This is an optimization exercise on Yosys and OpenROAD, whose aim is small area and few clock cycles per item, not a production implementation.
The RTL was checked by simulation tests, not by an equivalence proof against the original design.

==> flow/design.v (excerpt) <==
module aes128_core (
  input  wire         clk,
  input  wire         rst,         
  input  wire         in_valid,
  output wire         in_ready,
  input  wire [127:0] in_key,
  input  wire [127:0] in_block,
  output reg          out_valid,
  input  wire         out_ready,
  output wire [127:0] out_block
);
==> flow/config.mk <==
export PLATFORM = sky130hd
export DESIGN_NAME = aes128_core
export DESIGN_NICKNAME = aes128_core
export VERILOG_FILES = /design/flow/design.v
export SDC_FILE = /design/flow/constraint.sdc
export NUM_CORES = 8
export LEC_CHECK = 0
export CAP_MARGIN = 20
export CORE_MARGIN = 2
export CORE_UTILIZATION = 60
export PLACE_DENSITY = 0.7
export SLEW_MARGIN = 20
export SYNTH_HIERARCHICAL = 1
export SYNTH_MINIMUM_KEEP_SIZE = 0
==> flow/constraint.sdc <==
create_clock -name core_clock -period 8.0 [get_ports {clk}]
set_input_delay 1.6000 -clock core_clock [delete_from_list [all_inputs] [get_ports {clk}]]
set_output_delay 1.6000 -clock core_clock [all_outputs]
set_load 0.01 [all_outputs]
standard.sh (not shown) runs the stock make flow with config.mk's settings and CLKGATE_MAP_FILE= SYNTH_SCRIPT=/design/flow/synth_recipe.tcl, a recipe that flattens the netlist after the stock synthesis.
==> flow/flow/run.sh <==
#!/bin/bash
# The standard layout, with the port buffers made of buf_1 cells rather than
# the delay-buffer cells that buffer_ports picks on its own, and a clock tree
# of clkbuf_4 cells without dummy loads.
set -euo pipefail
bash standard.sh BUFFER_PORTS_ARGS="-buffer_cell sky130_fd_sc_hd__buf_1" \
  CTS_ARGS="-sink_clustering_enable -repair_clock_nets -dont_use_dummy_load -buf_list {sky130_fd_sc_hd__clkbuf_4} -sink_clustering_size 10 -sink_clustering_max_diameter 45" \
  finish > flow_make.log 2>&1
Testbench counts at the start, summed over its fixed seeds: cycles 19,208, items 1,920.
Edit:
--- a/flow/flow/run.sh
+++ b/flow/flow/run.sh
@@ -7 +7 @@
-  CTS_ARGS="-sink_clustering_enable -repair_clock_nets -dont_use_dummy_load -buf_list {sky130_fd_sc_hd__clkbuf_4} -sink_clustering_size 10 -sink_clustering_max_diameter 45" \
+  CTS_ARGS="-sink_clustering_enable -repair_clock_nets -dont_use_dummy_load -buf_list {sky130_fd_sc_hd__clkbuf_4} -sink_clustering_size 9 -sink_clustering_max_diameter 40" \
Settings changed: CORE_UTILIZATION 60 to 70, PLACE_DENSITY 0.7 to 0.86.
Result:
- synthesized area stays the same
- first-iteration DRC count grows by 39%
Edit:
==> flow/flow/run.sh (replaced) <==
#!/bin/bash
# The standard layout, with the port buffers made of buf_1 cells rather than
# the delay-buffer cells that buffer_ports picks on its own.
set -euo pipefail
bash standard.sh BUFFER_PORTS_ARGS="-buffer_cell sky130_fd_sc_hd__buf_1" finish > flow_make.log 2>&1
Settings changed: CORE_UTILIZATION 70 to 60, PLACE_DENSITY 0.86 to 0.7.
Die area increases by about 16%. Wire length increases by 0.68%. Via count decreases by about 3%. Design area increases by 2.8%. Synthesized cell count does not change. Non-clock buffer count increases by 22. Worst setup slack got worse by 0.029 ns. Worst hold slack improved by 0.017 ns. Final cell count increases by 2.5%. Sequential share of layout area decreases by 0.54 points. Maximum frequency decreases by about 0.4%.
Edit:
==> flow/flow/run.sh (replaced) <==
#!/bin/bash
# The standard layout, with the port buffers made of buf_1 cells rather than
# the delay-buffer cells that buffer_ports picks on its own, timing-driven
# global placement that does not keep the resizer's trial changes, and a
# clock tree of clkbuf_8 cells without dummy loads.
set -euo pipefail
bash standard.sh BUFFER_PORTS_ARGS="-buffer_cell sky130_fd_sc_hd__buf_1" \
  GPL_KEEP_OVERFLOW=0 \
  CTS_ARGS="-sink_clustering_enable -repair_clock_nets -dont_use_dummy_load -buf_list {sky130_fd_sc_hd__clkbuf_8} -sink_clustering_size 16 -sink_clustering_max_diameter 60" \
  finish > flow_make.log 2>&1
The new run ran to the end with no violations.
Register-to-register slack loses 0.16 ns.
Fmax goes down by about 1%.
Clock-buffer cell count is lower by 8.
Final area goes down by about 1.6%.
Area after synthesis does not change.
Global-route usage fell by 0.24 points.
Die area is unchanged.
Via count is lower by about 2.4%.


aes128_core, a different RTL version from the one above (not shown whole).
For scale: roughly 4000 cells after synthesis, roughly 390 I/O pins, roughly 0.036 mm^2 of cells after synthesis.
## aes128_core
module aes128_core (
  input  wire         clk,
  input  wire         rst,         
  input  wire         in_valid,
  output wire         in_ready,
  input  wire [127:0] in_key,
  input  wire [127:0] in_block,
  output reg          out_valid,
  input  wire         out_ready,
  output wire [127:0] out_block
);
  reg         busy;
  reg  [3:0]  round;       
  reg [127:0] state;       
  reg [127:0] rkey;        
  wire accept = in_valid && in_ready;
  assign in_ready = !busy && (!out_valid || out_ready);
  reg [7:0] rcon;          
  always @* begin
    case (round)
      4'd2:    rcon = 8'h02;
      4'd3:    rcon = 8'h04;
      4'd4:    rcon = 8'h08;
      4'd5:    rcon = 8'h10;
      4'd6:    rcon = 8'h20;
      4'd7:    rcon = 8'h40;
      4'd8:    rcon = 8'h80;
      4'd9:    rcon = 8'h1b;
      4'd10:   rcon = 8'h36;
      default: rcon = 8'h01;
    endcase
  end
  wire [127:0] k_next;
  aes_key_step u_key (.k_in(busy ? rkey : in_key), .rcon(rcon), .k_out(k_next));
  wire [127:0] s_mixed;
  aes_mix_ark u_mix (
    .a(state), .k(rkey), .s_out(s_mixed), .s_last(out_block)
  );
  wire [127:0] s_next;
  aes_sub_shift u_sub (.s_in(busy ? s_mixed : (in_block ^ in_key)), .s_out(s_next));
  always @(posedge clk) begin
    if (rst) begin
      busy      <= 1'b0;
      round     <= 4'd0;
      out_valid <= 1'b0;
    end else begin
      if (out_valid && out_ready)
        out_valid <= 1'b0;
      if (accept) begin
        busy  <= 1'b1;
        round <= 4'd2;
      end else if (busy) begin
        if (round == 4'd10) begin
          busy      <= 1'b0;
          round     <= 4'd0;
          out_valid <= 1'b1;
        end else begin
          round <= round + 4'd1;
        end
      end
    end
  end
  always @(posedge clk) begin
    if (accept || busy) begin
      state <= s_next;
      rkey  <= k_next;
    end
  end
endmodule
export LEC_CHECK = 0
export CAP_MARGIN = 20
export CORE_MARGIN = 2
export CORE_UTILIZATION = 60
export PLACE_DENSITY = 0.7
export SLEW_MARGIN = 20
export SYNTH_HIERARCHICAL = 1
export SYNTH_MINIMUM_KEEP_SIZE = 0
create_clock -name core_clock -period 8.0 [get_ports {clk}]
==> flow/flow/run.sh <==
#!/bin/bash
# The standard layout, with two changes: the port buffers are buf_1 cells
# rather than the delay-buffer cells that buffer_ports picks on its own, and
# after global routing the resizer gives back area on paths with slack
# (ORFS's RECOVER_POWER step).
set -euo pipefail
bash standard.sh BUFFER_PORTS_ARGS="-buffer_cell sky130_fd_sc_hd__buf_1" RECOVER_POWER=100 finish > flow_make.log 2>&1
The baseline finished with max-capacitance violations, max-slew violations left.
Testbench counts at the start, summed over its fixed seeds: cycles 19,208, items 1,920.
Then changed:
==> flow/flow/run.sh (replaced) <==
#!/bin/bash
# The standard layout, with the port buffers made of buf_1 cells rather than
# the delay-buffer cells that buffer_ports picks on its own.
set -euo pipefail
bash standard.sh BUFFER_PORTS_ARGS="-buffer_cell sky130_fd_sc_hd__buf_1" finish > flow_make.log 2>&1
What happened:
- The changed run completed without violations
- design area went up slightly
- wire length barely changes
- register-to-register slack gains 70 ps
- setup slack gains 70 ps
- count of clock-buffer cells in the layout stays the same
- clock skew is about the same
Then changed:
Settings changed: CORE_UTILIZATION 60 to 70, PLACE_DENSITY 0.7 to 0.8.
Hold slack improved by 19 ps.
Fmax fell by about 1.4%.
Routed wire length fell by about 0.35%.
Count of clock-buffer cells in the layout rose by 10.
Then changed:
==> flow/flow/run.sh (replaced) <==
#!/bin/bash
# The standard layout, with the port buffers made of buf_1 cells rather than
# the delay-buffer cells that buffer_ports picks on its own, and a clock tree
# without dummy loads.
set -euo pipefail
bash standard.sh BUFFER_PORTS_ARGS="-buffer_cell sky130_fd_sc_hd__buf_1" \
  CTS_ARGS="-sink_clustering_enable -repair_clock_nets -dont_use_dummy_load" \
  finish > flow_make.log 2>&1
Settings changed: CORE_UTILIZATION 70 to 60, PLACE_DENSITY 0.8 to 0.7.
The changed run went through all stages and came out clean.
Die area climbs by about a fifth.
Setup slack is better by 160 ps.
Cell area drops slightly.
Cell count climbs slightly.
Global-route usage drops by 5.9 points.
Register-to-register slack is better by 20 ps.
Clock-buffer cell count drops by 13.
Worst hold slack is worse by 19 ps.
Wire length climbs slightly.


Setup of the previous run:
RTL: one of the versions met above, not the one the previous note started from.
Size in the first run: roughly 4,000 cells after synthesis, ~0.036 mm^2 of cells after synthesis.
export LEC_CHECK = 0
export CAP_MARGIN = 20
export CORE_MARGIN = 2
export CORE_UTILIZATION = 70
export PLACE_DENSITY = 0.8
export SLEW_MARGIN = 20
export SYNTH_HIERARCHICAL = 1
export SYNTH_MINIMUM_KEEP_SIZE = 0
create_clock -name core_clock -period 8.0 [get_ports {clk}]
==> flow/flow/run.sh <==
#!/bin/bash
# The standard layout, with the port buffers made of buf_1 cells rather than
# the delay-buffer cells that buffer_ports picks on its own, and a clock tree
# of clkbuf_4 cells without dummy loads.
set -euo pipefail
bash standard.sh BUFFER_PORTS_ARGS="-buffer_cell sky130_fd_sc_hd__buf_1" \
  CTS_ARGS="-sink_clustering_enable -repair_clock_nets -dont_use_dummy_load -buf_list {sky130_fd_sc_hd__clkbuf_4} -sink_clustering_size 9 -sink_clustering_max_diameter 40" \
  finish > flow_make.log 2>&1
The previous run finished every step from synthesis to the final layout, and the layout passed the timing, DRC and antenna checks.
Testbench counts of the previous run, summed over its fixed seeds: cycles 19,208, items 1,920.
Inputs modified between the previous run and the current run:
# the previous run
export LEC_CHECK = 0
export CAP_MARGIN = 20
export CORE_MARGIN = 2
export CORE_UTILIZATION = 70
export PLACE_DENSITY = 0.8
export SLEW_MARGIN = 20
export SYNTH_HIERARCHICAL = 1
export SYNTH_MINIMUM_KEEP_SIZE = 0
create_clock -name core_clock -period 8.0 [get_ports {clk}]
# the current run
export LEC_CHECK = 0
export CAP_MARGIN = 20
export CORE_MARGIN = 2
export CORE_UTILIZATION = 60
export PLACE_DENSITY = 0.7
export SLEW_MARGIN = 20
export SYNTH_HIERARCHICAL = 1
export SYNTH_MINIMUM_KEEP_SIZE = 0
create_clock -name core_clock -period 8.0 [get_ports {clk}]
[summary]
Against the previous run, the current run reports a met1 capacity usage during global routing that is lower. Run comparison: the previous run termination of the worst setup path state[11]$_DFFE_PP_; the current run termination of the worst setup path state[42]$_DFFE_PP_. For the current run, the critical path launch point was state[100]$_DFFE_PP_, unlike the previous run, where it was state[79]$_DFFE_PP_. Wire length of the first global-routing pass on the current run is down relative to the previous run. Final area (lower): the previous run. The total die area in the current run sits 16% above the value recorded for the previous run. Delta (the current run minus the previous run): slack of the critical path picked up an extra 0.16 ns; relative area change from synthesis to final layout picked up an extra 1.0 points; final-layout fill cell count picked up an extra about 40%. In the flow results for the previous run and the current run, the clock skew is larger on the previous run.

what the ideal ports hide:
The results above use ideal ports. As a check the final layouts listed here were re-extracted and re-timed, cells and wires unchanged.
Step 1, drivers: a clkbuf_16 drives clk and a buf_2 each remaining input, both assumed.
Step 2 adds t to the input delays and takes it off the output delays; t is the mean of the earliest and latest rising clock arrival at the registers after step 1. Input paths then give back, and output paths get back, about the clock's delay inside the block.
a / b / c = ideal ports / drivers / drivers and shift; a / b = the first two.
run	t, ns	setup slack, ns	hold slack, ns	slew at the worst register clock pin (ns)
the first run of note 1	0.877	0.506 / 0.506 / -0.058	0.603 / 0.603 / 0.603	0.11 / 0.11
the second run of note 1	0.866	0.452 / 0.452 / -0.189	0.591 / 0.591 / 0.591	0.11 / 0.11
the third run of note 1	0.621	0.423 / 0.469 / -0.152	0.608 / 0.608 / 0.608	0.07 / 0.07
the fourth run of note 1	0.657	0.343 / 0.343 / -0.182	0.589 / 0.589 / 0.589	0.09 / 0.09
the first run of note 2	0.661	0.361 / 0.361 / -0.221	0.590 / 0.590 / 0.590	0.07 / 0.07
the second run of note 2	0.663	0.431 / 0.431 / -0.149	0.590 / 0.590 / 0.590	0.07 / 0.07
the third run of note 2	0.611	0.321 / 0.357 / -0.254	0.609 / 0.609 / 0.609	0.06 / 0.06
the fourth run of note 2	0.655	0.482 / 0.482 / -0.105	0.590 / 0.590 / 0.590	0.06 / 0.06
the previous run	0.838	0.377 / 0.377 / -0.233	0.600 / 0.600 / 0.600	0.10 / 0.10
the current run	0.873	0.534 / 0.534 / -0.131	0.599 / 0.599 / 0.599	0.11 / 0.11
The setup slack of the current run, which loses most, moves by 0.000 ns with the drivers and by -0.665 ns with both steps.
